Source: an optimization exercise on an open RTL-to-GDS flow (aim: small area, a short achievable clock period and few clock cycles per item). Production flows keep margins and buffers that such runs may drop. The RTL was checked by simulation tests, not by an equivalence proof against the original design.

`design/flow/design.v`:
```
module scaleg (
    input  wire [47:0] s,
    input  wire [15:0] x,
    input  wire [15:0] sm,
    input  wire [15:0] sx,
    output wire [31:0] word,
    output wire        sat,
    output wire        flush
);
    function [6:0] lzc64;
        input [63:0] v;
        reg [31:0] v1; reg [31:0] c1;
        reg [15:0] v2; reg [31:0] c2;
        reg [7:0]  v3; reg [23:0] c3;
        reg [3:0]  v4; reg [15:0] c4;
        reg [1:0]  v5; reg [9:0]  c5;
        integer i;
        begin
            for (i = 0; i < 32; i = i + 1) begin
                v1[i] = v[2*i+1] | v[2*i];
                c1[i] = ~v[2*i+1];
            end
            for (i = 0; i < 16; i = i + 1) begin
                v2[i] = v1[2*i+1] | v1[2*i];
                c2[2*i +: 2] = v1[2*i+1] ? {1'b0, c1[2*i+1]} : {1'b1, c1[2*i]};
            end
            for (i = 0; i < 8; i = i + 1) begin
                v3[i] = v2[2*i+1] | v2[2*i];
                c3[3*i +: 3] = v2[2*i+1] ? {1'b0, c2[2*(2*i+1) +: 2]} : {1'b1, c2[2*(2*i) +: 2]};
            end
            for (i = 0; i < 4; i = i + 1) begin
                v4[i] = v3[2*i+1] | v3[2*i];
                c4[4*i +: 4] = v3[2*i+1] ? {1'b0, c3[3*(2*i+1) +: 3]} : {1'b1, c3[3*(2*i) +: 3]};
            end
            for (i = 0; i < 2; i = i + 1) begin
                v5[i] = v4[2*i+1] | v4[2*i];
                c5[5*i +: 5] = v4[2*i+1] ? {1'b0, c4[4*(2*i+1) +: 4]} : {1'b1, c4[4*(2*i) +: 4]};
            end
            lzc64 = v5[1] ? {1'b0, 1'b0, c5[9:5]} :
                    v5[0] ? {1'b0, 1'b1, c5[4:0]} : 7'd64;
        end
    endfunction
    function [63:0] rev64;
        input [63:0] v;
        integer i;
        begin
            for (i = 0; i < 64; i = i + 1) rev64[i] = v[63-i];
        end
    endfunction
    wire        sg = s[47];
    wire [47:0] a  = s ^ {48{sg}};           
    wire [63:0] p  = a * sm + (sg ? {48'd0, sm} : 64'd0);    
    wire        pz = (s == 48'd0) | (sm == 16'd0);
    wire [6:0]  lza = lzc64({16'd0, a}) - 7'd16;           
    wire [6:0]  lzm = lzc64({sm, 48'hFFFF_FFFF_FFFF});     
    wire [6:0]  k   = lza + lzm - 7'd1;                    
    wire [63:0] t5 = k[5] ? {p[31:0], 32'd0}  : p;
    wire [63:0] t4 = k[4] ? {t5[47:0], 16'd0} : t5;
    wire [63:0] t3 = k[3] ? {t4[55:0], 8'd0}  : t4;
    wire [63:0] t2 = k[2] ? {t3[59:0], 4'd0}  : t3;
    wire [63:0] t1 = k[1] ? {t2[61:0], 2'd0}  : t2;
    wire [63:0] t0 = k[0] ? {t1[62:0], 1'd0}  : t1;
    wire        j0 = t0[63];
    wire        j1 = ~t0[63] & t0[62];
    wire [24:0] nw = j0 ? t0[63:39] : j1 ? t0[62:38] : t0[61:37];
    wire [6:0]  tzs = lzc64(rev64({16'hFFFF, s}));
    wire [6:0]  tzm = lzc64(rev64({48'hFFFF_FFFF_FFFF, sm}));
    wire [8:0]  tk  = {2'd0, tzs} + {2'd0, tzm} + {2'd0, k};
    wire        stick = j0 ? (tk < 9'd39) : j1 ? (tk < 9'd38) : (tk < 9'd37);
    wire [23:0] q     = nw[24:1];
    wire        rbit  = nw[0];
    wire        up    = rbit & (stick | q[0]);
    wire        carry = up & (&q[22:0]);
    wire signed [17:0] e0 = $signed({{2{x[15]}}, x}) + $signed({{2{sx[15]}}, sx}) + 18'sd166
                            - $signed({11'd0, k});
    wire        gt0 = (e0 > 18'sd254), eq0 = (e0 == 18'sd254), lt0 = (e0 < 18'sd0), z0 = (e0 == 18'sd0);
    wire        gt1 = (e0 > 18'sd255), eq1 = (e0 == 18'sd255), lt1 = (e0 < 18'sd1), z1 = (e0 == 18'sd1);
    wire        gt2 = (e0 > 18'sd256), eq2 = (e0 == 18'sd256), lt2 = (e0 < 18'sd2), z2 = (e0 == 18'sd2);
    wire        e_gt = j0 ? gt0 : j1 ? gt1 : gt2;
    wire        e_eq = j0 ? eq0 : j1 ? eq1 : eq2;
    wire        e_lt = j0 ? lt0 : j1 ? lt1 : lt2;
    wire        e_z  = j0 ? z0  : j1 ? z1  : z2;
    wire [7:0]  ef   = e0[7:0] - (j0 ? 8'd0 : j1 ? 8'd1 : 8'd2);
    wire        e_sat   = e_gt | (e_eq & carry);
    wire        e_flush = e_lt | (e_z & ~carry);
    wire [30:0] mag     = {ef, q[22:0]} + {30'd0, up};
    assign sat   = ~pz & e_sat;
    assign flush = ~pz & ~e_sat & e_flush;
    assign word  = (pz | e_flush) ? 32'd0 : e_sat ? {sg, 31'h7F7F_FFFF} : {sg, mag};
endmodule
module add32 (
    input  wire [31:0] a,
    input  wire [31:0] b,
    output wire [31:0] word,
    output wire        sat,
    output wire        flush
);
    function [4:0] lzc32;
        input [31:0] v;
        reg [15:0] v1; reg [15:0] c1;
        reg [7:0]  v2; reg [15:0] c2;
        reg [3:0]  v3; reg [11:0] c3;
        reg [1:0]  v4; reg [7:0]  c4;
        integer i;
        begin
            for (i = 0; i < 16; i = i + 1) begin
                v1[i] = v[2*i+1] | v[2*i];
                c1[i] = ~v[2*i+1];
            end
            for (i = 0; i < 8; i = i + 1) begin
                v2[i] = v1[2*i+1] | v1[2*i];
                c2[2*i +: 2] = v1[2*i+1] ? {1'b0, c1[2*i+1]} : {1'b1, c1[2*i]};
            end
            for (i = 0; i < 4; i = i + 1) begin
                v3[i] = v2[2*i+1] | v2[2*i];
                c3[3*i +: 3] = v2[2*i+1] ? {1'b0, c2[2*(2*i+1) +: 2]} : {1'b1, c2[2*(2*i) +: 2]};
            end
            for (i = 0; i < 2; i = i + 1) begin
                v4[i] = v3[2*i+1] | v3[2*i];
                c4[4*i +: 4] = v3[2*i+1] ? {1'b0, c3[3*(2*i+1) +: 3]} : {1'b1, c3[3*(2*i) +: 3]};
            end
            lzc32 = v4[1] ? {1'b0, c4[7:4]} : {1'b1, c4[3:0]};
        end
    endfunction
    function [4:0] tzc24;      
        input [23:0] v;
        reg [31:0] r;
        integer i;
        begin
            for (i = 0; i < 24; i = i + 1) r[31-i] = v[i];
            r[7:0] = 8'hFF;
            tzc24 = lzc32(r);
        end
    endfunction
    wire [7:0]  ea = a[30:23];
    wire [7:0]  eb = b[30:23];
    wire [23:0] ma = {(ea != 8'd0), a[22:0]};
    wire [23:0] mb = {(eb != 8'd0), b[22:0]};
    wire        sub = a[31] ^ b[31];
    wire [8:0]  dab = {1'b0, ea} - {1'b0, eb};
    wire [7:0]  dba = eb - ea;
    wire        agb = ~dab[8];
    wire [7:0]  d   = agb ? dab[7:0] : dba;
    wire        d0  = (ea == eb);
    wire        d1  = (d == 8'd1);
    wire [7:0]  eP  = agb ? ea : eb;
    wire [23:0] mP  = agb ? ma : mb;
    wire [23:0] mQ  = agb ? mb : ma;
    wire        sP  = agb ? a[31] : b[31];
    wire        sQ  = agb ? b[31] : a[31];
    wire [4:0]  tzQ = agb ? tzc24(mb) : tzc24(ma);
    wire [25:0] qf   = {mQ, 2'b00};
    wire        big  = (d[7:5] != 3'd0);
    wire [25:0] qsh  = big ? 26'd0 : (qf >> d[4:0]);
    wire        stk  = (mQ != 24'd0) & (big | ({3'd0, d[4:0]} > {3'd0, tzQ} + 8'd2));
    wire [26:0] al   = {qsh, stk};
    wire [26:0] hf   = {mP, 3'b000};
    wire [27:0] fs   = {1'b0, hf} + {sub, al ^ {27{sub}}} + {27'd0, sub};
    wire [23:0] fm   = fs[27] ? fs[27:4] : fs[26] ? fs[26:3] : fs[25:2];
    wire        fr   = fs[27] ? fs[3]    : fs[26] ? fs[2]    : fs[1];
    wire        fst  = fs[27] ? (|fs[2:0]) : fs[26] ? (|fs[1:0]) : fs[0];
    wire        fup  = fr & (fst | fm[0]);
    wire        fcar = fup & (&fm[22:0]);
    wire [8:0]  fe   = {1'b0, eP} + (fs[27] ? 9'd1 : fs[26] ? 9'd0 : 9'h1FF);
    wire        f_sat   = (fe == 9'd255) | ((fe == 9'd254) & fcar);
    wire        f_flush = (fe == 9'd0) & ~fcar;
    wire [30:0] fmag    = {fe[7:0], fm[22:0]} + {30'd0, fup};
    wire        fz      = (eP == 8'd0);            
    wire [24:0] n1   = {mP, 1'b0} - (d0 ? {mQ, 1'b0} : {1'b0, mQ});
    wire [24:0] n2   = {mQ, 1'b0} - {mP, 1'b0};
    wire        n1neg = d0 & (mQ > mP);
    wire [23:0] nm   = n1neg ? n2[23:0] : n1[23:0];
    wire        ns   = n1neg ? sQ : sP;
    wire        nz   = (nm == 24'd0);
    wire [4:0]  nlz  = lzc32({nm, 8'hFF});
    wire [23:0] nn   = nm << nlz;
    wire [8:0]  ne   = {1'b0, eP} - 9'd1 - {4'd0, nlz};
    wire        n_flush = ne[8] | (ne == 9'd0);
    wire        near = sub & (d0 | (d1 & ~n1[24]));
    wire [31:0] f_word = (fz | f_flush) ? 32'd0 : f_sat ? {sP, 31'h7F7F_FFFF} : {sP, fmag};
    wire [31:0] n_word = (nz | n_flush) ? 32'd0 : {ns, ne[7:0], nn[22:0]};
    assign word  = near ? n_word : f_word;
    assign sat   = ~near & ~fz & f_sat;
    assign flush = near ? (~nz & n_flush) : (~fz & ~f_sat & f_flush);
endmodule
module scale_acc (
    input  wire        clk,
    input  wire        rst,           
    input  wire        in_valid,
    output wire        in_ready,
    input  wire        in_first,      
    input  wire        in_last,       
    input  wire [31:0] in_bias,
    input  wire [47:0] in_s,
    input  wire [15:0] in_x,
    input  wire [15:0] in_sm,
    input  wire [15:0] in_sx,
    output reg         res_valid,
    output wire [31:0] res_word,
    output wire        res_code_special,
    output wire [7:0]  res_scale_sat,
    output wire [7:0]  res_acc_sat,
    output wire [7:0]  res_flush_zero
);
    assign in_ready = 1'b1;
    reg        v0, f0, l0;
    reg [31:0] b0;
    reg [47:0] s0;
    reg [15:0] x0, sm0, sx0;
    always @(posedge clk) begin
        v0  <= ~rst & in_valid;
        f0  <= in_first;
        l0  <= in_last;
        b0  <= in_bias;
        s0  <= in_s;
        x0  <= in_x;
        sm0 <= in_sm;
        sx0 <= in_sx;
    end
    wire [31:0] g_word;
    wire        g_sat, g_flush;
    scaleg u_scale (
        .s(s0), .x(x0), .sm(sm0), .sx(sx0),
        .word(g_word), .sat(g_sat), .flush(g_flush)
    );
    wire        b_special = (b0[30:23] == 8'hFF);
    wire [31:0] b_norm    = b_special ? {b0[31], 31'h7F7F_FFFF} :
                            (b0[30:23] == 8'h00) ? 32'd0 : b0;
    reg        f1, l1, gs1, gf1, bs1;
    reg [31:0] g1, bn1;
    always @(posedge clk) begin
        f1  <= v0 & f0;
        l1  <= ~rst & v0 & l0;
        g1  <= v0 ? g_word : 32'd0;
        gs1 <= v0 & g_sat;
        gf1 <= v0 & g_flush;
        bn1 <= b_norm;
        bs1 <= b_special;
    end
    reg [31:0] acc;
    reg        code_special;
    reg [7:0]  ss_cnt, as_cnt, fz_cnt;
    wire [31:0] sum_word;
    wire        sum_sat, sum_flush;
    add32 u_add (
        .a(f1 ? bn1 : acc), .b(g1),
        .word(sum_word), .sat(sum_sat), .flush(sum_flush)
    );
    wire [7:0] ss_base = f1 ? 8'd0 : ss_cnt;
    wire [7:0] as_base = f1 ? 8'd0 : as_cnt;
    wire [7:0] fz_base = (f1 ? 8'd0 : fz_cnt) + {7'd0, gf1};
    wire [7:0] as_inc  = as_base + 8'd1;
    wire [7:0] fz_inc  = fz_base + 8'd1;
    always @(posedge clk) begin
        res_valid    <= ~rst & l1;
        acc          <= sum_word;
        code_special <= f1 ? bs1 : code_special;
        ss_cnt       <= ss_base + {7'd0, gs1};
        as_cnt       <= sum_sat ? as_inc : as_base;
        fz_cnt       <= sum_flush ? fz_inc : fz_base;
    end
    assign res_word         = acc;
    assign res_code_special = code_special;
    assign res_scale_sat    = ss_cnt;
    assign res_acc_sat      = as_cnt;
    assign res_flush_zero   = fz_cnt;
endmodule
```
`design/flow/run.sh`:
```
#!/bin/bash
# synth_recipe.tcl (not shown) runs the flow's synth.tcl, then flattens the netlist and writes it again
# the make line also repeats each setting of config.mk as NAME=value (left out here)
make -C /OpenROAD-flow-scripts/flow DESIGN_CONFIG=/design/flow/config.mk WORK_HOME=/design/flow/orfs CLKGATE_MAP_FILE= SYNTH_SCRIPT=/design/flow/synth_recipe.tcl finish
```
`design/flow/config.mk`:
```
export PLATFORM = sky130hd
export DESIGN_NAME = scale_acc
export DESIGN_NICKNAME = scale_acc
export VERILOG_FILES = /design/flow/design.v
export SDC_FILE = /design/flow/constraint.sdc
export NUM_CORES = 4
export LEC_CHECK = 0
export CAP_MARGIN = 20
export CORE_MARGIN = 2
export CORE_UTILIZATION = 40
export SLEW_MARGIN = 20
```
`design/flow/constraint.sdc`:
```
create_clock -name core_clock -period 55.0 [get_ports {clk}]
set_input_delay 11.0000 -clock core_clock [delete_from_list [all_inputs] [get_ports {clk}]]
set_output_delay 11.0000 -clock core_clock [all_outputs]
set_load 0.01 [all_outputs]
```
==> results_dict.tcl, run 1 <==
set metrics [dict create \
    cp-end-kind "register" \
    critPathSlowestCell "dfxtp_4" \
    place_inst 8894 \
    die_area_um2 141000 \
    worstPathRequired_ns 55.52 \
    cts-resized-gates 0 \
    root_buffer "clkbuf_16" \
    relSlewSlack_pct 14.6 \
    synthTopCellsByCount "inv_1, nand2_1, fa_1" \
    synth_most_common_cell "inv_1" \
    synth.distinct_cells 110 \
    critPathLaunchType "register" \
    cts_sinks 258 \
    regToRegSetupSlack_ns 41.61 \
    hold_end "bn1[24]$_SDFF_PP1_" \
    grt_overflow 0 \
    min_period_over_period_pct 24.3 \
    critPathMaxStageDelay_ns 1.03 \
    core_um2 137000 \
    crit_path_frequent_cell "fa_1" \
    finalClockSkew_ns 0.0277 \
    crit_type "reg2reg" \
    setup_viol 0 \
    synthesis.area_um2 55100 \
    holdPathStages 0 \
    rows 136 \
    avgSynthCellArea_um2 7.70 \
    status "no timing/DRC/antenna violations" \
    initial_core_util_pct 40.2 \
    timing.rr.start "s0[47]$_DFF_P_" \
    hpwlAfterDp_um 164000 \
    synth_top_cell_by_area "fa_1" \
    fp.dieH_um 375 \
    drc 0 \
    avgRoutedWirePerCell_um 23.3 \
    netlist_instances 7154 \
    hold_violations 0 \
    tightest_slew_ns 1.27 \
    finalMaxSlewViolations 0 \
    fin_cells 8946 \
    hp-start "b0[24]$_DFF_P_" \
    synth_edf_count 1 \
    drv_cap 0 \
    grt_max_degree 103 \
    numCtsBuffers 29 \
    clk_pin_slew_ns 0.06 \
    dr_total_vias 53100 \
    cts_max_path_buffers 3 \
    ff2ff_path_depth 30 \
    hold-worst-slack_ns 0.373 \
    wirelength_um 209000 \
    syn2layout_area_growth_pct 8.64 \
    hold_buffers 0 \
    io_pins 192 \
    crit_arrival_ns 13.91 \
    ant_nets 0 \
    grt_pass1_vias 52800 \
    drt_iter0_markers 4968 \
    numPortBuffers 190 \
    dr.pass1.iters 6 \
    grt_antenna_before_repair 4 \
    worstReg2RegEnd "g1[23]$_SDFF_PP0_" \
    drive_gt1_share_pct 4.96 \
    period_needed_ns 13.39 \
    finalNetCount 8273 \
    ys_seq_area_share_pct 9.39 \
    setup_tns_ns 0 \
    max_freq_ghz 0.0747 \
    rsz0062_at_grt "false" \
    cts_setup_buffers 0 \
    gp_congestion 1.03 \
    synth_area_leaders "fa_1, dfxtp_1, ha_1" \
    worstHoldPathType "reg2reg" \
    synth_top_area_share_pct 23.9 \
    vias_per_cell 5.94 \
    synth_flop_cell "dfxtp_1" \
    htreeDepth 1 \
    ys_warn_count 3 \
    cts_tree "yes" \
    clk_latency_ns 0.64 \
    cp_max_fo 62 \
    track_usage_pct 29.2 \
    async_reset_ff_share_pct 0 \
    synth_seq_cells 258 \
    synthesis.nets 8296 \
    grt_pass1_wl_um 321000 \
    die_w_um 375 \
]
flip-flops by register name, summed over array words and instances, names as in the netlist:
signal	cells
l1	1
x0	16
as_cnt	8
g1	32
f0	1
l0	1
s0	48
fz_cnt	8
bs1	1
acc	32
f1	1
ss_cnt	8
sm0	16
gf1	1
v0	1
gs1	1
sx0	16
b0	32
bn1	32
res_valid	1
code_special	1
worst max path at each step:
stage                         to      startpoint  depth (start not counted)
2_1_floorplan    acc[24]$_DFF_P_      f1$_DFF_P_                         52
3_3_place_gp   g1[31]$_SDFF_PP0_  s0[47]$_DFF_P_                         30
3_5_place_dp   g1[23]$_SDFF_PP0_  s0[47]$_DFF_P_                         31
4_1_cts        g1[23]$_SDFF_PP0_  s0[47]$_DFF_P_                         31
5_1_grt        g1[23]$_SDFF_PP0_  s0[47]$_DFF_P_                         30
6_report       g1[23]$_SDFF_PP0_  s0[47]$_DFF_P_                         30
per-layer routing:
layer  share of wire [%]  global-route usage, %  up-vias  routed length (um)
li1                    -                      -    24000                   -
met1                  42                   38.8    26100               87300
met2                  45                   47.4     2499               94900
met3                 7.7                   3.92      493               16000
met4                 5.0                   12.8        4               10400
met5               0.012                      0        -                  26
kinds of logic (layout without fill, tap and decap cells):
kind of cell | count (synthesis) | count (layout) | synth area share (%)
AND/OR/NAND/NOR | 2425 | 2425 | 21.1
AO/OA/AOI/OAI | 1555 | 1555 | 18.7
buffers and inverters | 1395 | 1392 | 9.59
adder cells (fa/ha/maj) | 1009 | 1009 | 31.9
XOR/XNOR | 270 | 270 | 4.33
flip-flops | 258 | 258 | 9.39
multiplexers | 241 | 241 | 4.97
other | 1 | 2 | 0.00681
critical path, delay by kind of cell, from the launching register on:
kind / cells / cell delay (ns)
compound gates: 11 / 3.99
xor+xnor: 1 / 0.97
fa+ha+maj: 7 / 3.47
buf+inv: 3 / 0.15
flops: 1 / 1.03
simple gates: 8 / 3.61
cells in the final DEF (no fill, tap or decap), types with 22 or more instances in the layout:
cell type        instances
nand4_1                 79
o21bai_1                50
nand2_1                939
nand2b_1                38
a22oi_1                 28
fa_1                   657
o31ai_1                 34
a21oi_1                395
xnor2_1                148
nor2b_1                 48
ha_1                   352
or3_1                   49
nor4_1                  63
xor2_1                 117
o211ai_1                51
o21a_1                  77
and2_1                 308
a211oi_1                80
dfxtp_1                240
o22ai_1                 48
inv_1                 1010
clkdlybuf4s50_1        190
nor2_1                 449
buf_4                  132
o21ai_0                282
clkbuf_16               29
a31oi_1                 45
nor3_1                 141
mux2_2                  51
a2111oi_0               22
nand3_1                123
a21o_1                 120
mux2i_1                165
and3_1                  55
o2111ai_1               23
or4_1                   24
stage by stage:
stage               util, %  instance area, um2  setup WS [ns]
floorplan                 -               55100          43.09
global placement       42.9               58900          41.31
detailed placement     42.9               58900          41.48
CTS                    43.6               59800          41.44
global route           43.6               59900          40.71
finish                 43.6               59900          41.61
cell type report:
class | count | area (um2)
multi-input cells | 5501 | 44800
diodes | 1 | 2.50
clock buffers | 42 | 845
fillers | 14000 | 77300
repair buffers | 322 | 2890
clock inverters | 9 | 104
well taps | 1794 | 2240
inverters | 1019 | 3820
flip-flops and latches | 258 | 5200
Testbench counts, summed over its fixed seeds: cycles 26,970, groups 26,946.
==> inputs of run 2 (changes only) <==
--- a/design/flow/design.v
+++ b/design/flow/design.v
@@ -122,66 +122,40 @@
             lzc32 = v4[1] ? {1'b0, c4[7:4]} : {1'b1, c4[3:0]};
         end
     endfunction
-    function [4:0] tzc24;      
-        input [23:0] v;
-        reg [31:0] r;
-        integer i;
-        begin
-            for (i = 0; i < 24; i = i + 1) r[31-i] = v[i];
-            r[7:0] = 8'hFF;
-            tzc24 = lzc32(r);
-        end
-    endfunction
-    wire [7:0]  ea = a[30:23];
-    wire [7:0]  eb = b[30:23];
-    wire [23:0] ma = {(ea != 8'd0), a[22:0]};
-    wire [23:0] mb = {(eb != 8'd0), b[22:0]};
-    wire        sub = a[31] ^ b[31];
-    wire [8:0]  dab = {1'b0, ea} - {1'b0, eb};
-    wire [7:0]  dba = eb - ea;
-    wire        agb = ~dab[8];
-    wire [7:0]  d   = agb ? dab[7:0] : dba;
-    wire        d0  = (ea == eb);
-    wire        d1  = (d == 8'd1);
-    wire [7:0]  eP  = agb ? ea : eb;
-    wire [23:0] mP  = agb ? ma : mb;
-    wire [23:0] mQ  = agb ? mb : ma;
-    wire        sP  = agb ? a[31] : b[31];
-    wire        sQ  = agb ? b[31] : a[31];
-    wire [4:0]  tzQ = agb ? tzc24(mb) : tzc24(ma);
-    wire [25:0] qf   = {mQ, 2'b00};
+    wire        swap = (b[30:0] > a[30:0]);
+    wire [31:0] hi   = swap ? b : a;
+    wire [31:0] lo   = swap ? a : b;
+    wire [8:0]  dab  = {1'b0, a[30:23]} - {1'b0, b[30:23]};
+    wire [7:0]  dba  = b[30:23] - a[30:23];
+    wire [7:0]  d    = dab[8] ? dba : dab[7:0];
+    wire        hz   = (hi[30:23] == 8'd0);         
+    wire [23:0] mhi  = {1'b1, hi[22:0]};
+    wire [23:0] mlo  = {(lo[30:23] != 8'd0), lo[22:0]};
+    wire [25:0] lof  = {mlo, 2'b00};
     wire        big  = (d[7:5] != 3'd0);
-    wire [25:0] qsh  = big ? 26'd0 : (qf >> d[4:0]);
-    wire        stk  = (mQ != 24'd0) & (big | ({3'd0, d[4:0]} > {3'd0, tzQ} + 8'd2));
-    wire [26:0] al   = {qsh, stk};
-    wire [26:0] hf   = {mP, 3'b000};
-    wire [27:0] fs   = {1'b0, hf} + {sub, al ^ {27{sub}}} + {27'd0, sub};
-    wire [23:0] fm   = fs[27] ? fs[27:4] : fs[26] ? fs[26:3] : fs[25:2];
-    wire        fr   = fs[27] ? fs[3]    : fs[26] ? fs[2]    : fs[1];
-    wire        fst  = fs[27] ? (|fs[2:0]) : fs[26] ? (|fs[1:0]) : fs[0];
-    wire        fup  = fr & (fst | fm[0]);
-    wire        fcar = fup & (&fm[22:0]);
-    wire [8:0]  fe   = {1'b0, eP} + (fs[27] ? 9'd1 : fs[26] ? 9'd0 : 9'h1FF);
-    wire        f_sat   = (fe == 9'd255) | ((fe == 9'd254) & fcar);
-    wire        f_flush = (fe == 9'd0) & ~fcar;
-    wire [30:0] fmag    = {fe[7:0], fm[22:0]} + {30'd0, fup};
-    wire        fz      = (eP == 8'd0);            
-    wire [24:0] n1   = {mP, 1'b0} - (d0 ? {mQ, 1'b0} : {1'b0, mQ});
-    wire [24:0] n2   = {mQ, 1'b0} - {mP, 1'b0};
-    wire        n1neg = d0 & (mQ > mP);
-    wire [23:0] nm   = n1neg ? n2[23:0] : n1[23:0];
-    wire        ns   = n1neg ? sQ : sP;
-    wire        nz   = (nm == 24'd0);
-    wire [4:0]  nlz  = lzc32({nm, 8'hFF});
-    wire [23:0] nn   = nm << nlz;
-    wire [8:0]  ne   = {1'b0, eP} - 9'd1 - {4'd0, nlz};
-    wire        n_flush = ne[8] | (ne == 9'd0);
-    wire        near = sub & (d0 | (d1 & ~n1[24]));
-    wire [31:0] f_word = (fz | f_flush) ? 32'd0 : f_sat ? {sP, 31'h7F7F_FFFF} : {sP, fmag};
-    wire [31:0] n_word = (nz | n_flush) ? 32'd0 : {ns, ne[7:0], nn[22:0]};
-    assign word  = near ? n_word : f_word;
-    assign sat   = ~near & ~fz & f_sat;
-    assign flush = near ? (~nz & n_flush) : (~fz & ~f_sat & f_flush);
+    wire [25:0] losh = big ? 26'd0 : (lof >> d[4:0]);
+    wire [31:0] mask = ~({32{1'b1}} << d[4:0]);
+    wire        stk  = big ? (mlo != 24'd0) : ((lof & mask[25:0]) != 26'd0);
+    wire [26:0] al   = {losh, stk};
+    wire [26:0] hf   = {mhi, 3'b000};
+    wire        sub  = a[31] ^ b[31];
+    wire [27:0] sum  = {1'b0, hf} + {sub, al ^ {27{sub}}} + {27'd0, sub};
+    wire        sz   = (sum == 28'd0);
+    wire [4:0]  lz   = lzc32({sum, 4'hF});
+    wire [27:0] norm = sum << lz;
+    wire [23:0] mant = norm[27:4];
+    wire        rbit = norm[3];
+    wire        stck = |norm[2:0];
+    wire        up   = rbit & (stck | mant[0]);
+    wire        carry = up & (&mant[22:0]);
+    wire [9:0]  eb0 = {2'b0, hi[30:23]} + 10'd1 - {5'd0, lz};
+    wire        e_sat   = ~eb0[9] & ((eb0[8:0] > 9'd254) | ((eb0[8:0] == 9'd254) & carry));
+    wire        e_flush = eb0[9] | ((eb0 == 10'd0) & ~carry);
+    wire [30:0] mag     = {eb0[7:0], mant[22:0]} + {30'd0, up};
+    wire        zero = hz | sz;
+    assign sat   = ~zero & e_sat;
+    assign flush = ~zero & ~e_sat & e_flush;
+    assign word  = (zero | e_flush) ? 32'd0 : e_sat ? {hi[31], 31'h7F7F_FFFF} : {hi[31], mag};
 endmodule
 module scale_acc (
     input  wire        clk,
--- a/design/flow/config.mk
+++ b/design/flow/config.mk
@@ -5,6 +5,7 @@
 export SDC_FILE = /design/flow/constraint.sdc
 export NUM_CORES = 4
 export LEC_CHECK = 0
+export ABC_AREA = 1
 export CAP_MARGIN = 20
 export CORE_MARGIN = 2
 export CORE_UTILIZATION = 40
==> results_dict.tcl, run 2 <==
set metrics [dict create \
    cts-resized-gates 0 \
    clk_pin_slew_ns 0.06 \
    die_w_um 351 \
    netlist_instances 7050 \
    drc 0 \
    hold-worst-slack_ns 0.383 \
    wirelength_um 166000 \
    crit_path_frequent_cell "nand2_1" \
    placedInstanceArea_um2 51400 \
    io_pins 192 \
    hold_buffers 0 \
    synth_top_area_share_pct 27.1 \
    syn2layout_area_growth_pct 8.51 \
    drv_cap 0 \
    critPathSlowestCell "inv_1" \
    ys_warn_count 3 \
    critPathMaxStageDelay_ns 0.68 \
    cp_max_fo 83 \
    period_needed_ns 13.21 \
    gp_congestion 0.949 \
    relSlewSlack_pct 27.9 \
    synthAdderAreaFrac_pct 35.3 \
    synth_area_leaders "fa_1, nand2_1, dfxtp_1" \
    muxShareOfSynthArea_pct 0.332 \
    synth_top_cell_by_area "fa_1" \
    synth_flop_cell "dfxtp_1" \
    critPathLaunchType "register" \
    status "no timing/DRC/antenna violations" \
    root_buffer "clkbuf_16" \
    cts_sinks 258 \
    synthesis.nets 8153 \
    htreeDepth 1 \
    initial_core_util_pct 40.3 \
    final_common_cell "nand2_1" \
    ys_seq_area_share_pct 10.7 \
    diodes 0 \
    setup_tns_ns 0 \
    synth_top_family_by_area "adder cells" \
    max_freq_ghz 0.0757 \
    rsz0062_at_grt "false" \
    final_cell_mix "nand2_1, inv_1, nor2_1" \
    cp-end-kind "register" \
    synth_seq_cells 258 \
    yosys.area_share.simple_pct 28.5 \
    drive_gt1_share_pct 3.96 \
    synth_most_common_cell "nand2_1" \
    synth-compound-area-share_pct 8.96 \
    grt_overflow 0 \
    regToRegSetupSlack_ns 41.79 \
    nFillCells 12600 \
    grt_max_degree 84 \
    hold_violations 0 \
    fp.dieH_um 351 \
    drt_iter0_markers 4350 \
    async_reset_ff_share_pct 0 \
    dr.pass1.iters 10 \
    min_period_over_period_pct 24.0 \
    crit_type "reg2reg" \
    cts_tree "yes" \
    die_area_um2 123000 \
    finalClockSkew_ns 0.0168 \
    finalMaxSlewViolations 0 \
    synth_xor_area_share_pct 3.39 \
    hpwlAfterDp_um 135000 \
    avgSynthCellArea_um2 6.85 \
    synthTopCellsByCount "nand2_1, inv_1, nor2_1" \
    ant_nets 0 \
    avgRoutedWirePerCell_um 19.2 \
    synth.distinct_cells 74 \
    rows 127 \
    grt_pass1_wl_um 261000 \
    grt_antenna_before_repair 1 \
    worstPathRequired_ns 55.48 \
    cts_max_path_buffers 3 \
    core_um2 120000 \
    largest_reg_flops 48 \
    numPortBuffers 190 \
    tightest_slew_ns 1.08 \
    vias_per_cell 5.30 \
    synthesis.area_um2 48300 \
    crit_arrival_ns 13.68 \
    synth_edf_count 1 \
    numCtsBuffers 28 \
    clk_latency_ns 0.62 \
    dr_total_vias 46000 \
    finalNetCount 8146 \
    worstHoldPathType "reg2reg" \
    stdcell_area_um2 52400 \
    setup_viol 0 \
    grt_pass1_vias 45900 \
    max_flop_register "s0" \
    cts_setup_buffers 0 \
    track_usage_pct 27.1 \
]
[run 2: cell count changes in the layout (fill, tap and decap cells not counted), sizes merged, moves of 73 or more]
cell / before / now
a211oi: 83 / 10
a21o: 121 / 9
a21oi: 397 / 288
and2: 309 / 8
buf: 132 / 44
inv: 1020 / 1329
mux2i: 167 / 16
nand2: 939 / 1781
nand3: 126 / 543
nor2: 451 / 689
nor3: 143 / 70
xnor2: 148 / 50
[run 2: stage by stage]
| stage | cells | setup WS [ns] | util (%) |
|---|---|---|---|
| 6_report | 8675 | 41.79 | 43.7 |
| 5_1_grt | 8675 | 40.63 | 43.7 |
| 4_1_cts | 8675 | 41.75 | 43.7 |
| 3_5_place_dp | 8625 | 41.82 | 42.9 |
| 3_3_place_gp | 8625 | 42.02 | 42.9 |
| 2_1_floorplan | 7050 | 43.61 | - |
[run 2: cells by family (layout without fill, tap and decap cells)]
group           after synthesis  in the layout
xor+xnor                    187            187
flops                       258            258
buf+inv                    1609           1622
other cells                   1              1
compound gates              749            749
simple gates               3260           3260
mux                          16             16
fa+ha+maj                   970            970
[run 2: worst max-delay path, delay by kind of cell, from the launching register on]
kind | cells | cell delay (ns)
fa+ha+maj | 8 | 3.20
xor+xnor | 2 | 0.36
compound gates | 8 | 2.19
simple gates | 33 | 4.54
flops | 1 | 0.31
buf+inv | 9 | 2.40
[run 2: final cells by class]
| cell class | count | area (um2) | area share, % |
|---|---|---|---|
| repair buffers | 234 | 2230 | 4.26 |
| multi-input cells | 5183 | 37000 | 70.5 |
| flip-flops and latches | 258 | 5190 | 9.91 |
| inverters | 1338 | 5030 | 9.60 |
| well taps | 1612 | 2020 | 3.85 |
| clock inverters | 10 | 154 | 0.294 |
| clock buffers | 40 | 816 | 1.56 |
[run 2: final timing paths]
check,start,to,depth (start not counted)
worst max-delay path,s0[47]$_DFF_P_,g1[30]$_SDFF_PP0_,60
worst min-delay path,b0[29]$_DFF_P_,bn1[29]$_SDFF_PP1_,0
worst max register to register,s0[47]$_DFF_P_,g1[30]$_SDFF_PP0_,60
worst min register to register,b0[29]$_DFF_P_,bn1[29]$_SDFF_PP1_,0
[run 2: layer usage]
layer / vias to the layer above / track usage (%) / part of all wire, %
li1: 21700 / - / -
met1: 22400 / 37.6 / 44
met2: 1628 / 43.7 / 45
met3: 259 / 3.41 / 7.1
met4: 0 / 8.42 / 3.4
met5: - / 0 / 0
Testbench counts of run 2, summed over its fixed seeds: cycles 26,970, groups 26,946.
==> inputs of run 3 (changes only) <==
--- a/design/flow/design.v
+++ b/design/flow/design.v
@@ -49,7 +49,46 @@
     endfunction
     wire        sg = s[47];
     wire [47:0] a  = s ^ {48{sg}};           
-    wire [63:0] p  = a * sm + (sg ? {48'd0, sm} : 64'd0);    
+    wire [18:0] yy = {2'b00, sm, 1'b0};
+    reg  [63:0] rows [0:9];
+    reg  [8:0]  bneg;
+    reg  [48:0] m;
+    reg         b_one, b_two;
+    integer     j;
+    always @(*) begin
+        for (j = 0; j < 9; j = j + 1) begin
+            b_one   = yy[2*j] ^ yy[2*j+1];
+            b_two   = (yy[2*j+2] & ~yy[2*j+1] & ~yy[2*j]) | (~yy[2*j+2] & yy[2*j+1] & yy[2*j]);
+            bneg[j] = yy[2*j+2];
+            m = ({49{b_one}} & {1'b0, a}) | ({49{b_two}} & {a, 1'b0});
+            m = m ^ {49{bneg[j]}};
+            if (j == 0)
+                rows[j] = {12'd0, ~bneg[0], bneg[0], bneg[0], m};
+            else if (j < 7)
+                rows[j] = {13'd1, ~bneg[j], m} << (2*j);
+            else
+                rows[j] = {14'd0, ~bneg[j], m} << (2*j);
+            if (j > 0)
+                rows[j][2*j-2] = bneg[j-1];
+        end
+        rows[9] = sg ? {48'd0, sm} : 64'd0;
+    end
+    function [127:0] csa;
+        input [63:0] x, y, z;
+        begin
+            csa[63:0]   = x ^ y ^ z;
+            csa[127:64] = {((x & y) | (x & z) | (y & z)), 1'b0};
+        end
+    endfunction
+    wire [127:0] c1a = csa(rows[0], rows[1], rows[2]);
+    wire [127:0] c1b = csa(rows[3], rows[4], rows[5]);
+    wire [127:0] c1c = csa(rows[6], rows[7], rows[8]);
+    wire [127:0] c2a = csa(c1a[63:0], c1a[127:64], c1b[63:0]);
+    wire [127:0] c2b = csa(c1b[127:64], c1c[63:0], c1c[127:64]);
+    wire [127:0] c3a = csa(c2a[63:0], c2a[127:64], c2b[63:0]);
+    wire [127:0] c4a = csa(c3a[63:0], c3a[127:64], c2b[127:64]);
+    wire [127:0] c5a = csa(c4a[63:0], c4a[127:64], rows[9]);
+    wire [63:0]  p   = c5a[63:0] + c5a[127:64];    
     wire        pz = (s == 48'd0) | (sm == 16'd0);
     wire [6:0]  lza = lzc64({16'd0, a}) - 7'd16;           
     wire [6:0]  lzm = lzc64({sm, 48'hFFFF_FFFF_FFFF});     
@@ -83,7 +122,9 @@
     wire [7:0]  ef   = e0[7:0] - (j0 ? 8'd0 : j1 ? 8'd1 : 8'd2);
     wire        e_sat   = e_gt | (e_eq & carry);
     wire        e_flush = e_lt | (e_z & ~carry);
-    wire [30:0] mag     = {ef, q[22:0]} + {30'd0, up};
+    wire [30:0] mag;
+    wire        mag_co;
+    bk_add #(.W(31)) u_inc (.x({ef, q[22:0]}), .y(31'd0), .ci(up), .s(mag), .co(mag_co));
     assign sat   = ~pz & e_sat;
     assign flush = ~pz & ~e_sat & e_flush;
     assign word  = (pz | e_flush) ? 32'd0 : e_sat ? {sg, 31'h7F7F_FFFF} : {sg, mag};
@@ -122,7 +163,10 @@
             lzc32 = v4[1] ? {1'b0, c4[7:4]} : {1'b1, c4[3:0]};
         end
     endfunction
-    wire        swap = (b[30:0] > a[30:0]);
+    wire [30:0] cmp_s;
+    wire        cmp_co;                             
+    bk_add #(.W(31)) u_cmp (.x(a[30:0]), .y(~b[30:0]), .ci(1'b1), .s(cmp_s), .co(cmp_co));
+    wire        swap = ~cmp_co;
     wire [31:0] hi   = swap ? b : a;
     wire [31:0] lo   = swap ? a : b;
     wire [8:0]  dab  = {1'b0, a[30:23]} - {1'b0, b[30:23]};
@@ -139,7 +183,9 @@
     wire [26:0] al   = {losh, stk};
     wire [26:0] hf   = {mhi, 3'b000};
     wire        sub  = a[31] ^ b[31];
-    wire [27:0] sum  = {1'b0, hf} + {sub, al ^ {27{sub}}} + {27'd0, sub};
+    wire [27:0] sum;
+    wire        sum_co;
+    bk_add #(.W(28)) u_sum (.x({1'b0, hf}), .y({sub, al ^ {27{sub}}}), .ci(sub), .s(sum), .co(sum_co));
     wire        sz   = (sum == 28'd0);
     wire [4:0]  lz   = lzc32({sum, 4'hF});
     wire [27:0] norm = sum << lz;
@@ -151,11 +197,53 @@
     wire [9:0]  eb0 = {2'b0, hi[30:23]} + 10'd1 - {5'd0, lz};
     wire        e_sat   = ~eb0[9] & ((eb0[8:0] > 9'd254) | ((eb0[8:0] == 9'd254) & carry));
     wire        e_flush = eb0[9] | ((eb0 == 10'd0) & ~carry);
-    wire [30:0] mag     = {eb0[7:0], mant[22:0]} + {30'd0, up};
+    wire [30:0] mag;
+    wire        mag_co;
+    bk_add #(.W(31)) u_inc (.x({eb0[7:0], mant[22:0]}), .y(31'd0), .ci(up), .s(mag), .co(mag_co));
     wire        zero = hz | sz;
     assign sat   = ~zero & e_sat;
     assign flush = ~zero & ~e_sat & e_flush;
     assign word  = (zero | e_flush) ? 32'd0 : e_sat ? {hi[31], 31'h7F7F_FFFF} : {hi[31], mag};
+endmodule
+module bk_add #(
+    parameter W = 32
+) (
+    input  wire [W-1:0] x,
+    input  wire [W-1:0] y,
+    input  wire         ci,
+    output reg  [W-1:0] s,
+    output reg          co
+);
+    localparam N = (W <= 2) ? 2 : (W <= 4) ? 4 : (W <= 8) ? 8 : (W <= 16) ? 16 :
+                   (W <= 32) ? 32 : 64;
+    reg [N-1:0] g, p, G, P;
+    integer i, st;
+    always @(*) begin
+        g = {N{1'b0}};
+        p = {N{1'b0}};
+        for (i = 0; i < W; i = i + 1) begin
+            g[i] = x[i] & y[i];
+            p[i] = x[i] ^ y[i];
+        end
+        g[0] = g[0] | (p[0] & ci);
+        G = g;
+        P = p;
+        P[0] = 1'b0;
+        for (st = 1; st < N; st = st * 2)
+            for (i = 2*st - 1; i < N; i = i + 2*st) begin
+                G[i] = G[i] | (P[i] & G[i-st]);
+                P[i] = P[i] & P[i-st];
+            end
+        for (st = N / 4; st >= 1; st = st / 2)
+            for (i = 3*st - 1; i < N; i = i + 2*st) begin
+                G[i] = G[i] | (P[i] & G[i-st]);
+                P[i] = P[i] & P[i-st];
+            end
+        s[0] = p[0] ^ ci;
+        for (i = 1; i < W; i = i + 1)
+            s[i] = p[i] ^ G[i-1];
+        co = G[W-1];
+    end
 endmodule
 module scale_acc (
     input  wire        clk,
--- a/design/flow/config.mk
+++ b/design/flow/config.mk
@@ -6,7 +6,8 @@
 export NUM_CORES = 4
 export LEC_CHECK = 0
 export ABC_AREA = 1
-export CAP_MARGIN = 20
+export CAP_MARGIN = 60
 export CORE_MARGIN = 2
-export CORE_UTILIZATION = 40
-export SLEW_MARGIN = 20
+export CORE_UTILIZATION = 60
+export PLACE_DENSITY = 0.7
+export SLEW_MARGIN = 60
==> results_dict.tcl, run 3 <==
set metrics [dict create \
    status "no timing/DRC/antenna violations" \
    avgSynthCellArea_um2 7.04 \
    gp_congestion 1.02 \
    die_area_um2 73500 \
    grt_antenna_before_repair 0 \
    drt_iter0_markers 4877 \
    min_period_over_period_pct 23.0 \
    track_usage_pct 38.5 \
    dr_total_vias 42400 \
    setup_tns_ns 0 \
    avgRoutedWirePerCell_um 20.5 \
    synthAdderAreaFrac_pct 26.4 \
    core_um2 70400 \
    worstPathRequired_ns 44.00 \
    cts_tree "yes" \
    finalClockSkew_ns 0.0234 \
    finalNetCount 6876 \
    initial_core_util_pct 60.8 \
    synth_top_area_share_pct 17.0 \
    clk_latency_ns 0.59 \
    die_w_um 271 \
    relSlewSlack_pct 55.4 \
    max_flop_register "s0" \
    drv_cap 0 \
    cts_max_path_buffers 3 \
    crit_type "reg2out" \
    synth_most_common_cell "inv_1" \
    finalMaxSlewViolations 0 \
    synthesis.nets 6898 \
    setup_viol 0 \
    critPathMaxStageDelay_ns 0.64 \
    fp.dieH_um 271 \
    synth_seq_cells 258 \
    async_reset_ff_share_pct 0 \
    netlist_instances 6079 \
    hold_violations 0 \
    synth_xor_area_share_pct 11.8 \
    ys_warn_count 6 \
    timing.rr.start "f1$_DFF_P_" \
    regToRegSetupSlack_ns 42.41 \
    root_buffer "clkbuf_16" \
    yosys.area_share.simple_pct 21.3 \
    grt_pass1_vias 41000 \
    synth.distinct_cells 80 \
    final_cell_mix "inv_1, nand2_1, xor2_1" \
    cts-resized-gates 0 \
    crit_chain "clkdlybuf4s50_1" \
    grt_overflow 0 \
    rsz0062_at_grt "false" \
    synth_flop_cell "dfxtp_1" \
    clk_pin_slew_ns 0.06 \
    vias_per_cell 6.04 \
    largest_reg_flops 48 \
    synth_top_cell_by_area "fa_1" \
    syn2layout_area_growth_pct 8.50 \
    cts_setup_buffers 0 \
    io_pins 192 \
    wirelength_um 144000 \
    hold_buffers 0 \
    synth-compound-area-share_pct 15.5 \
    grt_pass1_wl_um 226000 \
    critPathBufInv 1 \
    synthTopCellsByCount "inv_1, nand2_1, xor2_1" \
    max_freq_ghz 0.0791 \
    synth_top_family_by_area "adder cells" \
    crit_arrival_ns 1.65 \
    numCtsBuffers 26 \
    muxShareOfSynthArea_pct 0.260 \
    hpwlAfterDp_um 111000 \
    cp-end-kind "output port" \
    dr.pass1.iters 7 \
    grt_max_degree 85 \
    hp-start "b0[29]$_DFF_P_" \
    synthesis.area_um2 42800 \
    period_needed_ns 12.65 \
    numPortBuffers 190 \
    drive_gt1_share_pct 6.70 \
    nFillCells 6301 \
    crit_family "buffers and inverters" \
    ys_seq_area_share_pct 12.1 \
    critPathLaunchType "register" \
    rows 97 \
    htreeDepth 1 \
    synth_area_leaders "fa_1, dfxtp_1, xor2_1" \
    tightest_slew_ns 0.662 \
    worstHoldPathType "reg2reg" \
    drc 0 \
    synth_edf_count 1 \
    cp_max_fo 2 \
    critPathLaunch "acc[30]$_SDFF_PP0_" \
    final_common_cell "inv_1" \
    critPathSlowestCell "clkdlybuf4s50_1" \
    ant_nets 0 \
    cts_sinks 258 \
]
run 3: changes by cell type after synthesis, moves of 26 or more:
cell,before,now
nand2_1,1748,963
o22ai_1,6,385
xor2_1,137,511
nor2_1,671,377
fa_1,654,364
inv_1,1305,1020
nand3_1,536,442
a31oi_1,47,19
clkbuf_1,187,213
nor3_1,68,42
run 3: cell type report:
cell class | count | area [um2] | share of cell area, %
Clock buffer | 34 | 751 | 1.62
Sequential cell | 258 | 5200 | 11.2
Antenna cell | 1 | 2.50 | 0.00539
Tap cell | 940 | 1180 | 2.53
Inverter | 1058 | 3980 | 8.56
Multi-Input combinational cell | 4448 | 32600 | 70.2
Clock inverter | 13 | 154 | 0.331
Timing Repair Buffer | 265 | 2600 | 5.60
run 3: path summary, 6_finish.rpt:
check	to	cells past startpoint
worst max-delay path	res_word[30]	1
worst min-delay path	bn1[29]$_SDFF_PP1_	0
worst max register to register	as_cnt[2]$_DFF_P_	61
worst min register to register	bn1[29]$_SDFF_PP1_	0
run 3: logic make-up after synthesis:
group,Yosys count
compound gates,1116
flops,258
simple gates,2057
fa+ha+maj,686
buf+inv,1373
xor+xnor,577
mux,11
other cells,1
run 3: per-layer routing:
layer	GRT usage [%]	up-vias	part of all wire (%)	wire (um)
met1	53.4	20000	42	60200
met4	12.3	0	3.7	5260
li1	-	19600	-	-
met2	58.2	2355	42	60900
met5	0	-	0	0
met3	10.7	410	12	17800
run 3: stage by stage:
stage / area (um2) / utilization (%) / cells / setup slack [ns] / hold WS [ns]
finish: 46500 / 66.0 / 7017 / 42.35 / 0.351
global route: 46500 / 66.0 / 7016 / 41.25 / 0.360
CTS: 46300 / 65.8 / 7014 / 42.33 / 0.351
detailed placement: 45400 / 64.5 / 6967 / 42.41 / 0.337
global placement: 45100 / 64.1 / 6959 / 42.02 / 0.336
floorplan: 42800 / - / 6079 / 43.61 / 0.386
Testbench counts of run 3, summed over its fixed seeds: cycles 26,970, groups 26,946.
==> inputs of run 4 (changes only) <==
--- a/design/flow/config.mk
+++ b/design/flow/config.mk
@@ -6,8 +6,8 @@
 export NUM_CORES = 4
 export LEC_CHECK = 0
 export ABC_AREA = 1
-export CAP_MARGIN = 60
+export CAP_MARGIN = 80
 export CORE_MARGIN = 2
 export CORE_UTILIZATION = 60
 export PLACE_DENSITY = 0.7
-export SLEW_MARGIN = 60
+export SLEW_MARGIN = 80
==> results_dict.tcl, run 4 <==
set metrics [dict create \
    status "no timing/DRC/antenna violations" \
    critPathBufInv 1 \
    crit_family "buffers and inverters" \
    netlist_instances 6079 \
    finalClockSkew_ns 0.0175 \
    wirelength_um 150000 \
    numPortBuffers 190 \
    cts-resized-gates 0 \
    synth_flop_cell "dfxtp_1" \
    ant_nets 0 \
    grt_max_degree 44 \
    fin_cells 7131 \
    min_period_over_period_pct 23.0 \
    cp-end-kind "output port" \
    synth_xor_area_share_pct 11.8 \
    die_area_um2 73500 \
    setup_tns_ns 0 \
    largest_reg_flops 48 \
    clk_latency_ns 0.57 \
    place_inst 7072 \
    cts_tree "yes" \
    syn2layout_area_growth_pct 16.7 \
    async_reset_ff_share_pct 0 \
    rsz0062_at_grt "false" \
    hp-start "b0[28]$_DFF_P_" \
    grt_antenna_before_repair 1 \
    muxShareOfSynthArea_pct 0.260 \
    drive_gt1_share_pct 11.7 \
    synthAdderAreaFrac_pct 26.4 \
    crit_chain "clkdlybuf4s50_1" \
    utilization_pct 71.0 \
    diodes 0 \
    dr_total_vias 43600 \
    synth_area_leaders "fa_1, dfxtp_1, xor2_1" \
    grt_pass1_vias 42400 \
    hpwlAfterDp_um 119000 \
    timing.rr.start "s0[47]$_DFF_P_" \
    cts_max_path_buffers 3 \
    hold_buffers 0 \
    rows 97 \
    avgRoutedWirePerCell_um 21.1 \
    synth_top_cell_by_area "fa_1" \
    drc 0 \
    seq_area_um2 5220 \
    period_needed_ns 12.68 \
    synth_edf_count 1 \
    core_um2 70400 \
    drt_iter0_markers 5356 \
    ys_warn_count 6 \
    avgSynthCellArea_um2 7.04 \
    die_w_um 271 \
    crit_arrival_ns 1.68 \
    initial_core_util_pct 60.8 \
    vias_per_cell 6.11 \
    worstHoldPathType "reg2reg" \
    critPathLaunch "acc[30]$_SDFF_PP0_" \
    worstPathRequired_ns 44.00 \
    crit_type "reg2out" \
    numCtsBuffers 26 \
    synth-compound-area-share_pct 15.5 \
    io_pins 192 \
    holdPathStages 0 \
    drv_cap 0 \
    cts_sinks 258 \
    fp.dieH_um 271 \
    setup_viol 0 \
    synth_most_common_cell "inv_1" \
    hold-worst-slack_ns 0.352 \
    clk_pin_slew_ns 0.06 \
    root_buffer "clkbuf_16" \
    dr.pass1.iters 9 \
    grt_pass1_wl_um 232000 \
    synth_top_area_share_pct 17.0 \
    htreeDepth 1 \
    synth.distinct_cells 80 \
    nFillCells 5869 \
    synth_seq_cells 258 \
    ys_seq_area_share_pct 12.1 \
    hold_violations 0 \
    yosys.area_share.simple_pct 21.3 \
    critPathSlowestCell "clkdlybuf4s50_1" \
    final_common_cell "inv_1" \
    synth_top_family_by_area "adder cells" \
    synthesis.area_um2 42800 \
    critPathLaunchType "register" \
    track_usage_pct 39.7 \
    final_cell_mix "inv_1, nand2_1, xor2_1" \
    synthTopCellsByCount "inv_1, nand2_1, xor2_1" \
    cts_setup_buffers 0 \
    max_flop_register "s0" \
    critPathMaxStageDelay_ns 0.65 \
    finalMaxSlewViolations 0 \
    grt_overflow 0 \
    cp_max_fo 2 \
    crit_cells 1 \
    multi_input_area_um2 34400 \
    ff2ff_path_depth 64 \
    gp_congestion 1.02 \
    synthesis.nets 6898 \
    max_freq_ghz 0.0789 \
    finalNetCount 6991 \
]
[run 4: worst paths after layout]
| kind | end | slack [ns] |
|---|---|---|
| worst min-delay path | bn1[28]$_SDFF_PP1_ | 0.35 |
| worst max-delay path | res_word[30] | 42.32 |
| worst max register to register | g1[5]$_SDFF_PP0_ | 43.14 |
| worst min register to register | bn1[28]$_SDFF_PP1_ | 0.35 |
[run 4: worst reg2reg max path: cells and delay by family (launching register included)]
| kind | cells | cell delay, ns |
|---|---|---|
| DFF | 1 | 0.33 |
| xor gates and xnor gates | 1 | 0.12 |
| buffers and inverters | 18 | 2.59 |
| and+or+nand+nor | 29 | 3.92 |
| adders and majority gates | 6 | 2.85 |
| AOI/OAI and AO/OA | 10 | 1.97 |
[run 4: logic make-up (layout without fill, tap and decap cells)]
group                      after synthesis  in the layout
adders and majority gates              686            686
AOI/OAI and AO/OA                     1116           1116
other                                    1              1
muxes                                   11             11
buffers and inverters                 1373           1485
and+or+nand+nor                       2057           2057
xor gates and xnor gates               577            577
DFF                                    258            258
[run 4: cell type report]
class,count,area share [%]
Sequential cell,258,10.4
Clock inverter,14,0.228
Clock buffer,33,1.43
Tap cell,940,2.35
Timing Repair Buffer,380,8.60
Inverter,1058,8.08
Multi-Input combinational cell,4448,68.9
[run 4: metrics by stage]
stage                     area (um2)  worst slack, ns
final                          50000            42.32
after global routing           50000            42.32
after CTS                      49300            42.33
after detailed placement       48500            42.95
after global placement         45100            42.02
after floorplan                42800            43.61
[run 4: layer usage]
layer  GRT usage (%)  wire (um)  vias up
li1                -          -    19900
met1            54.0      61000    20500
met2            60.2      64100     2638
met3            11.4      18600      549
met4            13.8       6320        4
met5            1.03        124        -
==> inputs of run 5 (changes only) <==
--- a/design/flow/config.mk
+++ b/design/flow/config.mk
@@ -6,8 +6,8 @@
 export NUM_CORES = 4
 export LEC_CHECK = 0
 export ABC_AREA = 1
-export CAP_MARGIN = 80
+export CAP_MARGIN = 20
 export CORE_MARGIN = 2
 export CORE_UTILIZATION = 60
 export PLACE_DENSITY = 0.7
-export SLEW_MARGIN = 80
+export SLEW_MARGIN = 20
==> results_dict.tcl, run 5 <==
set metrics [dict create \
    finalClockSkew_ns 0.0268 \
    grt_pass1_wl_um 226000 \
    numPortBuffers 190 \
    avgSynthCellArea_um2 7.04 \
    synth_edf_count 1 \
    seq_area_um2 5190 \
    rsz0062_at_grt "false" \
    setup_tns_ns 0 \
    ys_warn_count 6 \
    numCtsBuffers 26 \
    worstPathRequired_ns 55.47 \
    netlist_instances 6079 \
    period_needed_ns 13.73 \
    grt_overflow 0 \
    crit_arrival_ns 14.21 \
    finalNetCount 6868 \
    synthTopCellsByCount "inv_1, nand2_1, xor2_1" \
    hold_buffers 0 \
    critPathLaunch "f1$_DFF_P_" \
    critPathLaunchType "register" \
    synth_area_leaders "fa_1, dfxtp_1, xor2_1" \
    max_freq_ghz 0.0728 \
    htreeDepth 1 \
    core_um2 70400 \
    relSlewSlack_pct 19.0 \
    avgRoutedWirePerCell_um 20.5 \
    synth_most_common_cell "inv_1" \
    largest_reg_flops 48 \
    synth_seq_cells 258 \
    rows 97 \
    dr_total_vias 42400 \
    io_pins 192 \
    timing.rr.start "f1$_DFF_P_" \
    wl_met2_um 60500 \
    drc 0 \
    cp-end-kind "register" \
    hold_violations 0 \
    crit_type "reg2reg" \
    critPathSlowestCell "ha_1" \
    final_common_cell "inv_1" \
    synth_top_cell_by_area "fa_1" \
    crit_path_frequent_cell "nand2_1" \
    synth_top_area_share_pct 17.0 \
    multi_input_area_um2 32400 \
    cts_sinks 258 \
    gp_congestion 1.02 \
    ys_seq_area_share_pct 12.1 \
    clk_latency_ns 0.59 \
    grt_pass1_vias 41000 \
    hold-worst-slack_ns 0.353 \
    drt_iter0_markers 5072 \
    fp.dieH_um 271 \
    ant_nets 0 \
    die_area_um2 73500 \
    clk_pin_slew_ns 0.06 \
    wl_met1_um 60600 \
    synthesis.area_um2 42800 \
    cts_max_path_buffers 3 \
    cp_max_fo 81 \
    nFillCells 6386 \
    syn2layout_area_growth_pct 7.66 \
    hpwlAfterDp_um 110000 \
    utilization_pct 65.5 \
    worstHoldPathType "reg2reg" \
    synth.distinct_cells 80 \
    async_reset_ff_share_pct 0 \
    track_usage_pct 38.6 \
    top_layer "met5" \
    dr.pass1.iters 6 \
    synth_flop_cell "dfxtp_1" \
    synthesis.nets 6898 \
    wirelength_um 144000 \
    cts_setup_buffers 0 \
    hp-start "b0[28]$_DFF_P_" \
    max_flop_register "s0" \
    grt_max_degree 85 \
    drv_cap 0 \
    cts-resized-gates 0 \
    die_w_um 271 \
    cts_tree "yes" \
    wl_met3_um 17800 \
    setup_viol 0 \
    critPathMaxStageDelay_ns 0.89 \
    initial_core_util_pct 60.8 \
    root_buffer "clkbuf_16" \
    grt_antenna_before_repair 2 \
    finalMaxSlewViolations 0 \
    tightest_slew_ns 1.21 \
    vias_per_cell 6.05 \
    min_period_over_period_pct 25.0 \
    drive_gt1_share_pct 5.70 \
    final_cell_mix "inv_1, nand2_1, xor2_1" \
    status "no timing/DRC/antenna violations" \
]
-- run 5: cell counts after synthesis --
Identical to the previous run, type by type.
-- run 5: through the flow --
| stage | cell area (um2) | worst slack, ns | cells |
|---|---|---|---|
| finish | 46100 | 41.27 | 7009 |
| global route | 46100 | 40.07 | 7008 |
| CTS | 46100 | 41.55 | 7006 |
| detailed placement | 45100 | 41.63 | 6959 |
| global placement | 45100 | 42.02 | 6959 |
| floorplan | 42800 | 43.61 | 6079 |
-- run 5: final cells by class --
cell class | instances | area share [%]
Tap cell | 940 | 2.55
Clock inverter | 15 | 0.505
Clock buffer | 32 | 1.53
Multi-Input combinational cell | 4448 | 70.3
Antenna cell | 1 | 0.00543
Inverter | 1058 | 8.62
Sequential cell | 258 | 11.3
Timing Repair Buffer | 257 | 5.28
-- run 5: kinds of logic (layout without fill, tap and decap cells) --
group                      Yosys count  after routing  synth area share (%)
xor gates and xnor gates           577            577                  11.8
adders and majority gates          686            686                  26.4
and+or+nand+nor                   2057           2057                  21.3
muxes                               11             11                 0.260
buffers and inverters             1373           1362                  12.5
DFF                                258            258                  12.1
other                                1              2               0.00876
AOI/OAI and AO/OA                 1116           1116                  15.5
-- run 5: worst max-delay path: cells and delay by family, from the launching register on --
kind / cells / cell delay [ns]
adders and majority gates: 4 / 2.10
xor gates and xnor gates: 2 / 0.49
and+or+nand+nor: 36 / 5.80
buffers and inverters: 11 / 2.04
DFF: 1 / 0.88
AOI/OAI and AO/OA: 9 / 2.28
-- run 5: per-layer routing --
layer  vias to the layer above  global-route usage [%]
met5                         -                       0
met4                         4                    12.4
met3                       407                    9.51
met2                      2517                    58.0
met1                     19800                    54.4
li1                      19600                       -
-- run 5: worst paths after layout --
| kind | to | slack [ns] | depth (start not counted) |
|---|---|---|---|
| max reg2reg | acc[3]$_SDFF_PP0_ | 41.27 | 62 |
| min | bn1[28]$_SDFF_PP1_ | 0.35 | 0 |
| min reg2reg | bn1[28]$_SDFF_PP1_ | 0.35 | 0 |
| max | acc[3]$_SDFF_PP0_ | 41.27 | 62 |

separate check: timing with driven ports:
The flow's constraints put no driver on any port. The routed layouts listed below were extracted and timed again, unchanged, in two steps.
Step 1 sets driving cells, clkbuf_16 on the clock port and buf_2 on the other inputs (assumed; they add their load-dependent delay and slew).
Step 2 also shifts input and output timing later by t, the mid clock arrival at the registers, as if the neighbouring blocks saw the same clock.
a / b / c = ideal ports / drivers / drivers and shift; a / b = the first two.
run	t, ns	slack for setup (ns)	hold slack, ns	worst setup path after step 2
run 1	0.704	41.612 / 41.612 / 41.612	0.373 / 0.373 / 0.373	register to register
run 2	0.679	41.795 / 41.795 / 41.795	0.383 / 0.383 / 0.383	register to register
run 3	0.639	42.352 / 42.289 / 42.407	0.351 / 0.351 / 0.351	register to register
run 4	0.627	42.323 / 42.261 / 42.888	0.352 / 0.352 / 0.352	register to output
run 5	0.639	41.266 / 41.266 / 41.266	0.353 / 0.353 / 0.353	register to register
After both steps every run listed still meets setup and hold.
